This is an optimization exercise on Yosys and OpenROAD, whose aim is small area, a short achievable clock period and few clock cycles, not a production implementation.
The RTL was checked by simulation tests, not by an equivalence proof against the original design.

$ cat config.mk
export PLATFORM = sky130hd
export DESIGN_NAME = pol_trtcm
export DESIGN_NICKNAME = pol_trtcm
export VERILOG_FILES = /design/flow/design.v
export SDC_FILE = /design/flow/constraint.sdc
export NUM_CORES = 4
export LEC_CHECK = 0
export CAP_MARGIN = 20
export CORE_MARGIN = 2
export CORE_UTILIZATION = 40
export SLEW_MARGIN = 20
$ cat constraint.sdc
create_clock -name core_clock -period 15.0 [get_ports {clk}]
set_input_delay 3.0000 -clock core_clock [delete_from_list [all_inputs] [get_ports {clk}]]
set_output_delay 3.0000 -clock core_clock [all_outputs]
set_load 0.01 [all_outputs]
$ cat design.v
module pol_trtcm (
    input             clk,
    input             rst,
    input             in_valid,
    output            in_ready,
    input      [2:0]  in_op,
    input      [1:0]  in_flow,
    input      [15:0] in_len,
    input      [31:0] in_now,
    input      [3:0]  in_addr,
    input      [31:0] in_data,
    output reg        out_valid,
    input             out_ready,
    output reg [31:0] out_data
);
    localparam OP_FRAME  = 3'd0;
    localparam OP_SWEEP  = 3'd1;
    localparam OP_PWRITE = 3'd3;
    localparam OP_READ   = 3'd4;
    localparam [24:0] RATE_MAX  = 25'd25000000;
    localparam [23:0] BURST_MIN = 24'd1522;
    localparam [24:0] BPS       = 25'd8000000;
    localparam S_IDLE = 3'd0;
    localparam S_MX   = 3'd1;
    localparam S_MY   = 3'd2;
    localparam S_MA   = 3'd3;
    localparam S_MB   = 3'd4;
    localparam S_AP   = 3'd5;
    reg [3:0]  p_valid;
    reg [24:0] p_cir   [0:3];
    reg [24:0] p_pir   [0:3];
    reg [23:0] p_cbs   [0:3];
    reg [23:0] p_pbs   [0:3];
    reg [1:0]  p_ya    [0:3];
    reg [23:0] s_c     [0:3];
    reg [23:0] s_p     [0:3];
    reg [31:0] s_time  [0:3];
    reg [31:0] c_yel   [0:3];
    reg [31:0] c_red   [0:3];
    reg [24:0] stg_w0, stg_w1;
    reg [23:0] stg_w2;
    reg [2:0]  state;
    reg [1:0]  cur_flow;
    reg        cur_frame;
    reg [15:0] cur_len;
    reg [31:0] cur_now;
    reg [31:0] el;
    reg [56:0] xy;         
    reg [34:0] pb;
    reg [34:0] cq;
    reg [34:0] cb;
    reg [25:0] pa;         
    reg [24:0] dv_rem;
    reg [22:0] dv_num;
    reg [22:0] dv_q;
    reg [4:0]  dv_cnt;
    reg        dv_nz;      
    wire idle = (state == S_IDLE);
    assign in_ready = idle && (!out_valid || out_ready);
    wire accept = in_valid && in_ready;
    wire [24:0] cur_cir = p_cir[cur_flow];
    wire [24:0] cur_pir = p_pir[cur_flow];
    wire [23:0] cur_cbs = p_cbs[cur_flow];
    wire [23:0] cur_pbs = p_pbs[cur_flow];
    wire [1:0]  cur_ya  = p_ya[cur_flow];
    wire [23:0] cur_c   = s_c[cur_flow];
    wire [23:0] cur_p   = s_p[cur_flow];
    wire pir_zero = (cur_pir == 25'd0);
    wire cb_easy  = (cur_cir == cur_pir) || (cur_cir == 25'd0);
    reg [31:0] mul_a;
    reg [24:0] mul_b;
    always @* begin
        case (state)
            S_MX:    begin mul_a = el;                mul_b = cur_pir; end
            S_MY:    begin mul_a = el;                mul_b = cur_cir; end
            S_MA:    begin mul_a = {6'd0, pb[25:0]};  mul_b = cur_cir; end
            default: begin mul_a = {6'd0, cq[25:0]};  mul_b = cur_pir; end
        endcase
    end
    wire [56:0] mul_y = mul_a * mul_b;
    wire [71:0] dq_prod = xy[56:22] * 37'd72057594037;
    wire [34:0] dq_est  = dq_prod[71:37];
    wire [15:0] dq_m    = dq_est[15:0] * 16'd15625;
    wire [24:0] dq_rem  = xy[24:0] - {dq_m, 9'd0};
    wire        dq_ge   = dq_rem >= BPS;
    wire [34:0] dq_q    = dq_est + {34'd0, dq_ge};
    wire [22:0] dq_r    = dq_ge ? (dq_rem - BPS) : dq_rem;    
    reg [4:0] pir_len;
    integer k;
    always @* begin
        pir_len = 5'd0;
        for (k = 0; k < 25; k = k + 1)
            if (cur_pir[k]) pir_len = k[4:0] + 5'd1;
    end
    wire [4:0]  dv_it   = (pir_len >= 5'd24) ? 5'd0 : (5'd24 - pir_len);
    wire [22:0] dv_n    = dq_r - 23'd1;
    wire [22:0] dv_n_hi = dv_n >> dv_it;
    wire [22:0] dv_n_lo = dv_n << (5'd23 - dv_it);
    wire [25:0] dv_try  = {dv_rem, dv_num[22]};
    wire        dv_ge   = dv_try >= {1'b0, cur_pir};
    wire [25:0] dv_sub  = dv_try - {1'b0, cur_pir};
    wire        dv_done = (dv_cnt == 5'd0);
    wire [31:0] d_val   = dv_nz ? ({9'd0, dv_q} + 32'd1) : 32'd0;
    wire [35:0] p_sum   = {12'd0, cur_p} + {1'b0, pb};
    wire [35:0] c_sum   = {12'd0, cur_c} + {1'b0, cb};
    wire [23:0] p_new   = (p_sum > {12'd0, cur_pbs}) ? cur_pbs : p_sum[23:0];
    wire [23:0] c_new   = (c_sum > {12'd0, cur_cbs}) ? cur_cbs : c_sum[23:0];
    wire        is_red  = p_new < {8'd0, cur_len};
    wire        is_yel  = !is_red && (c_new < {8'd0, cur_len});
    wire        yel_drop = is_yel && (cur_ya == 2'd2);
    wire        yel_mark = is_yel && (cur_ya == 2'd1);
    wire [1:0]  colour  = is_red ? 2'd2 : is_yel ? 2'd1 : 2'd0;
    wire        passes  = !is_red && !yel_drop;
    wire        commit_ok = (stg_w0 <= stg_w1) && (stg_w1 <= RATE_MAX) &&
                            (stg_w2 >= BURST_MIN) && (in_data[23:0] >= BURST_MIN) &&
                            (in_data[25:24] != 2'd3);
    wire        do_commit = accept && in_op == OP_PWRITE && in_addr[1:0] == 2'd3 && commit_ok;
    reg [31:0] rd_data;
    always @* begin
        case (in_addr)
            4'd0: rd_data = {8'd0, s_c[in_flow]};
            4'd1: rd_data = {8'd0, s_p[in_flow]};
            4'd2: rd_data = s_time[in_flow];
            4'd3: rd_data = c_yel[in_flow];
            4'd4: rd_data = c_red[in_flow];
            4'd5: rd_data = {30'd0, p_ya[in_flow]};
            default: rd_data = 32'd0;
        endcase
        if (!p_valid[in_flow])
            rd_data = 32'd0;
        if (in_addr == 4'd5)
            rd_data[31] = p_valid[in_flow];
    end
    reg [31:0] quick_data;
    always @* begin
        case (in_op)
            OP_FRAME:  quick_data = 32'h0000_0010;    
            OP_PWRITE: quick_data = {31'd0, in_addr[1:0] == 2'd3 && commit_ok};
            OP_READ:   quick_data = rd_data;
            default:   quick_data = 32'd0;
        endcase
    end
    wire long_op = (in_op == OP_FRAME || in_op == OP_SWEEP) && p_valid[in_flow];
    always @(posedge clk) begin
        if (rst) begin
            state     <= S_IDLE;
            out_valid <= 1'b0;
            out_data  <= 32'd0;
            dv_cnt    <= 5'd0;
        end else begin
            if (out_valid && out_ready)
                out_valid <= 1'b0;
            if (!dv_done) begin
                dv_rem <= dv_ge ? dv_sub[24:0] : dv_try[24:0];
                dv_num <= {dv_num[21:0], 1'b0};
                dv_q   <= {dv_q[21:0], dv_ge};
                dv_cnt <= dv_cnt - 5'd1;
            end
            case (state)
                S_IDLE: begin
                    if (accept) begin
                        if (long_op) begin
                            state <= S_MX;
                        end else begin
                            out_valid <= 1'b1;
                            out_data  <= quick_data;
                        end
                    end
                end
                S_MX: begin
                    xy <= mul_y;
                    if (pir_zero) begin
                        pb    <= 35'd0;
                        cb    <= 35'd0;
                        dv_nz <= 1'b0;
                        state <= S_AP;
                    end else begin
                        state <= S_MY;
                    end
                end
                S_MY: begin
                    xy     <= mul_y;
                    pb     <= dq_q;
                    cb     <= (cur_cir == 25'd0) ? 35'd0 : dq_q;
                    dv_nz  <= (dq_r != 23'd0);
                    dv_rem <= {2'd0, dv_n_hi};
                    dv_num <= dv_n_lo;
                    dv_q   <= 23'd0;
                    dv_cnt <= (dq_r != 23'd0) ? dv_it : 5'd0;
                    state  <= cb_easy ? S_AP : S_MA;
                end
                S_MA: begin
                    pa    <= mul_y[25:0];
                    cq    <= dq_q;
                    state <= S_MB;
                end
                S_MB: begin
                    cb    <= (pa - mul_y[25:0]) >= 26'h200_0000 ? (cq - 35'd1) : cq;
                    state <= S_AP;
                end
                default: begin  
                    if (dv_done) begin
                        out_valid <= 1'b1;
                        if (cur_frame)
                            out_data <= {28'd0, yel_mark, passes, colour};
                        else
                            out_data <= 32'd0;
                        state <= S_IDLE;
                    end
                end
            endcase
        end
    end
    always @(posedge clk) begin
        if (accept) begin
            cur_flow  <= in_flow;
            cur_frame <= (in_op == OP_FRAME);
            cur_len   <= in_len;
            cur_now   <= in_now;
            el        <= in_now - s_time[in_flow];
        end
    end
    always @(posedge clk) begin
        if (rst) begin
            stg_w0 <= 25'd0;
            stg_w1 <= 25'd0;
            stg_w2 <= 24'd0;
        end else if (accept && in_op == OP_PWRITE) begin
            case (in_addr[1:0])
                2'd0: stg_w0 <= in_data[24:0];
                2'd1: stg_w1 <= in_data[24:0];
                2'd2: stg_w2 <= in_data[23:0];
                default: ;
            endcase
        end
    end
    wire apply = (state == S_AP) && dv_done;
    integer i;
    always @(posedge clk) begin
        for (i = 0; i < 4; i = i + 1) begin
            if (rst)
                p_valid[i] <= 1'b0;
            else if (do_commit && in_flow == i[1:0])
                p_valid[i] <= 1'b1;
            if (do_commit && in_flow == i[1:0]) begin
                p_cir[i]   <= stg_w0;
                p_pir[i]   <= stg_w1;
                p_cbs[i]   <= stg_w2;
                p_pbs[i]   <= in_data[23:0];
                p_ya[i]    <= in_data[25:24];
                s_c[i]     <= stg_w2;
                s_p[i]     <= in_data[23:0];
                s_time[i]  <= in_now;
                c_yel[i]   <= 32'd0;
                c_red[i]   <= 32'd0;
            end else if (apply && cur_flow == i[1:0]) begin
                s_time[i] <= cur_now - d_val;
                if (cur_frame) begin
                    s_p[i] <= is_red ? p_new : (p_new - {8'd0, cur_len});
                    s_c[i] <= (is_red || is_yel) ? c_new : (c_new - {8'd0, cur_len});
                    if (is_yel && !yel_drop)
                        c_yel[i] <= c_yel[i] + 32'd1;
                    if (is_red || yel_drop)
                        c_red[i] <= c_red[i] + 32'd1;
                end else begin
                    s_p[i] <= p_new;
                    s_c[i] <= c_new;
                end
            end
        end
    end
endmodule
$ cat run.sh
#!/bin/bash
# synth_recipe.tcl (not shown) runs the flow's synth.tcl, then flattens the netlist and writes it again
# the make line also repeats each setting of config.mk as NAME=value (left out here)
make -C /OpenROAD-flow-scripts/flow DESIGN_CONFIG=/design/flow/config.mk WORK_HOME=/design/flow/orfs CLKGATE_MAP_FILE= SYNTH_SCRIPT=/design/flow/synth_recipe.tcl finish
==> impl_metrics.env <==
export IMPL_synthFlopType="edfxtp_1"
export IMPL_finalNonFillerCells=16700
export IMPL_globalRouteMet3Util_pct=3.87
export IMPL_min_delay_path_depth=2
export IMPL_h_tree_depth=4
export IMPL_synth_top_cell_area_share_pct=25.7
export IMPL_post_synth_main_area_contributors="edfxtp_1 (26%), fa_1 (19%), ha_1 (9.6%)"
export IMPL_place_inst=16400
export IMPL_layout_area_seq_mm2=0.0394
export IMPL_placement_io_buffers=120
export IMPL_die_h_um=561
export IMPL_area_growth_syn_to_layout_pct=11.0
export IMPL_setup_viol=0
export IMPL_launch_point_of_the_worst_reg_to_reg_path="xy[36]$_DFFE_PP_"
export IMPL_path_class="reg -> reg"
export IMPL_place_congestion=0.988
export IMPL_timing_final_hold_violations=0
export IMPL_wl_per_cell_um=23.5
export IMPL_timing_hold_worst_class="reg -> reg"
export IMPL_synth_sequential_area_ratio_pct=31.8
export IMPL_detail_route_wirelength_mm=393
export IMPL_worst_slew_pin_slew_ps=1200
export IMPL_globalRoute_totalOverflow=0
export IMPL_holdPathEnd="c_red[3][31]$_SDFFE_PP0P_"
export IMPL_insertion_delay_ps=870
export IMPL_global_route_usage_met2_pct=40.7
export IMPL_clock_fmax_mhz=69.1
export IMPL_chipWidth_um=561
export IMPL_vias_in_the_first_global_route=92500
export IMPL_critPathMaxFanout=4
export IMPL_regToRegSetupSlack_ps=520
export IMPL_drive_above_1_share_pct=9.47
export IMPL_post_synth_edffs=1063
export IMPL_final_common_cell="inv_1"
export IMPL_floorplan_io_pins=127
export IMPL_layout_cells_most_common_list="inv_1 (1819), nand2_1 (1262), fa_1 (1164)"
export IMPL_ys_seq_elements=1438
export IMPL_avgViaCountPerCell=5.53
export IMPL_hold_buffers=0
export IMPL_peak_usage_layer_in_the_global_routing_report="met2"
export IMPL_postLayoutCoreUtil_pct=44.6
export IMPL_synth_largest_area_cell="edfxtp_1"
export IMPL_endpoint_kind="flop"
export IMPL_synthesis_nets=14500
export IMPL_final_period_utilization_pct=96.5
export IMPL_async_set_or_reset_flop_fraction_in_the_synthesized_netlist_pct=0
export IMPL_grt_met1_usage_pct=33.1
export IMPL_initial_antenna_violation_count=27
export IMPL_numClockSinks=1438
export IMPL_worst_hold_startpoint="c_red[3][31]$_SDFFE_PP0P_"
export IMPL_outcome="timing/DRC/antenna clean"
export IMPL_maxSlewViolCount=0
export IMPL_multi_input_comb_area_mm2=0.0764
export IMPL_first_drt_pass_iteration_count=6
export IMPL_postPlaceCellArea_mm2=0.132
export IMPL_final_fill_count=29400
export IMPL_nNetsFinal=14600
export IMPL_worst_path_most_repeated_cell="fa_1"
export IMPL_crit_slowest_cell="fa_1"
export IMPL_post_route_cell_area_mm2=0.138
export IMPL_timing_clock_skew_ps=90.8
export IMPL_route_vias_total=92200
export IMPL_reg2regPathDepth=51
export IMPL_r2r_end="cb[34]$_DFFE_PP_"
export IMPL_cts_inserted_buffers=163
export IMPL_drt_initial_drc_count=8690
export IMPL_critical_path_max_stage_delay_ps=740
export IMPL_floorplan_rows=204
export IMPL_worst_ep_arrival_time_ps=15020
export IMPL_worst_hold_slack_ps=469
export IMPL_cap_violations=0
export IMPL_slew_limit_headroom_pct=19.7
export IMPL_start_util_pct=40.2
export IMPL_synth_warning_count=11
export IMPL_grt_usage_pct=25.0
export IMPL_syn_cell_area_mm2=0.124
export IMPL_clk_pin_slew_ps=60
export IMPL_tritoncts="built"
export IMPL_clk_path_buf_depth=4
export IMPL_remaining_drc_errors=0
export IMPL_fp_dieArea_mm2=0.315
export IMPL_floorplan_core_area_mm2=0.309
export IMPL_fin_crit_ps=14480
export IMPL_estimated_wirelength_of_the_detail_placed_design_mm=297
export IMPL_cp_start_kind="flop"
export IMPL_wire_length_of_the_first_global_routing_pass_mm=591
export IMPL_syn_avg_cell_area_um2=10.1
export IMPL_drtAntennaViolNets=0
export IMPL_synthCells=12200
export IMPL_grt_start_max_net_pins=133
export IMPL_required_ps=15540
export IMPL_netlist_cell_type_count=118
export IMPL_clockRootBuffer="clkbuf_16"
-- cell usage after synthesis, drive strengths merged, types with 13 or more instances --
cell type  count
or3           82
a311oi        15
a22oi         83
clkbuf       410
and4          21
a211oi        28
nand2b        99
a31oi         44
dfxtp        375
nand2       1269
inv         1825
nor2b         72
xor2         224
or4           17
buf           88
mux2          70
a21o         121
o211ai        42
nor2        1113
nor4          67
o21bai        23
and3         117
nand3b        16
a21oi        607
ha           954
o21a          44
nand4        129
nor3b         13
o22ai         47
edfxtp      1063
xnor2        343
o31ai         26
o21ai        522
or2           36
fa          1171
a21boi        46
nor3         136
mux2i        122
nand3        188
mux4         291
and2          92
-- flip-flops by register name, indices dropped and copies added (netlist names), 26 cells and up --
name / count
c_red: 128
c_yel: 128
cb: 35
cq: 35
cur_now: 32
el: 32
out_data: 32
p_cbs: 96
p_cir: 100
p_pbs: 96
p_pir: 100
pa: 26
pb: 35
s_c: 96
s_p: 96
s_time: 128
xy: 57
-- layer usage --
metal | up-vias | share of wire [%]
li1 | 41700 | -
met1 | 46100 | 41
met2 | 3632 | 47
met3 | 708 | 8.0
met4 | 6 | 4.8
met5 | - | 0.0084
-- worst max path at each step --
stage	slack (ps)	endpoint	from	cells after the start
3_3_place_gp	-100	cb[34]$_DFFE_PP_	xy[24]$_DFFE_PP_	53
2_1_floorplan	530	cb[34]$_DFFE_PP_	xy[27]$_DFFE_PP_	52
5_1_grt	-20	cb[34]$_DFFE_PP_	xy[29]$_DFFE_PP_	59
6_report	520	cb[34]$_DFFE_PP_	xy[36]$_DFFE_PP_	51
4_1_cts	80	cb[34]$_DFFE_PP_	xy[24]$_DFFE_PP_	53
3_5_place_dp	-100	cb[34]$_DFFE_PP_	xy[24]$_DFFE_PP_	53
-- stage by stage --
step                      TNS, ps  worst slack, ps
after detailed placement     -161             -103
final                           0              520
after floorplan                 0              529
after global routing        -36.4            -21.3
after CTS                       0             77.3
after global placement       -183             -101
-- cell type report --
type                       instances  area share [%]
multi-input combinational       8478            55.5
sequential                      1438            28.6
inverter                        1825            5.00
tap                             4120            3.74
clock buffer                     209            3.20
timing repair buffer             524            3.15
clock inverter                    78           0.777
antenna                           16          0.0291
-- critical path: cells and delay by family (launching register included) --
family / cells / cell delay [ps]
XOR/XNOR: 10 / 2420
flip-flops: 1 / 430
adder cells (fa/ha/maj): 17 / 7520
buffers and inverters: 9 / 860
AND/OR/NAND/NOR: 11 / 2330
AO/OA/AOI/OAI: 4 / 620
-- kinds of logic (layout without fill, tap and decap cells) --
logic type / after synthesis / count (layout) / share of synthesized area (%)
xor+xnor: 571 / 571 / 4.10
simple gates: 3493 / 3493 / 12.7
fa+ha+maj: 2125 / 2125 / 28.5
mux: 483 / 483 / 6.90
other cells: 0 / 16 / 0
flops: 1438 / 1438 / 31.8
compound gates: 1806 / 1806 / 8.97
buf+inv: 2323 / 2636 / 7.06
-- timing repair --
action	CTS	global route
setup endpoints to repair	3	50
setup buffers	0	6
gates resized for setup	3	41
pin swaps	0	16
cloned	0	0
Testbench counts, summed over its fixed seeds: cycles 21,573.

==> afterwards: timing with drivers on the ports <==
In the flow no input, the clock included, has a driving cell. The finished layout below was timed again as built, in two steps.
Step 1: set_driving_cell puts a clkbuf_16 on clk and a buf_2 on each other input, an assumption about the parent block.
Step 2, shift: input delay + t, output delay - t, t = (earliest + latest rising clock arrival at the registers) / 2. This alone moves slack from input paths to output paths.
Three values: ideal, step 1, step 2; two values: the first two.
shift t [ns]: 0.927
slack for setup (ns): 0.520 / 0.520 / 0.520
clock arrival spread, ns: 0.092 / 0.091
After both steps setup and hold are still met in this run. For this run, drivers alone change the setup slack by 0.000 ns; drivers and shift together by 0.000 ns.
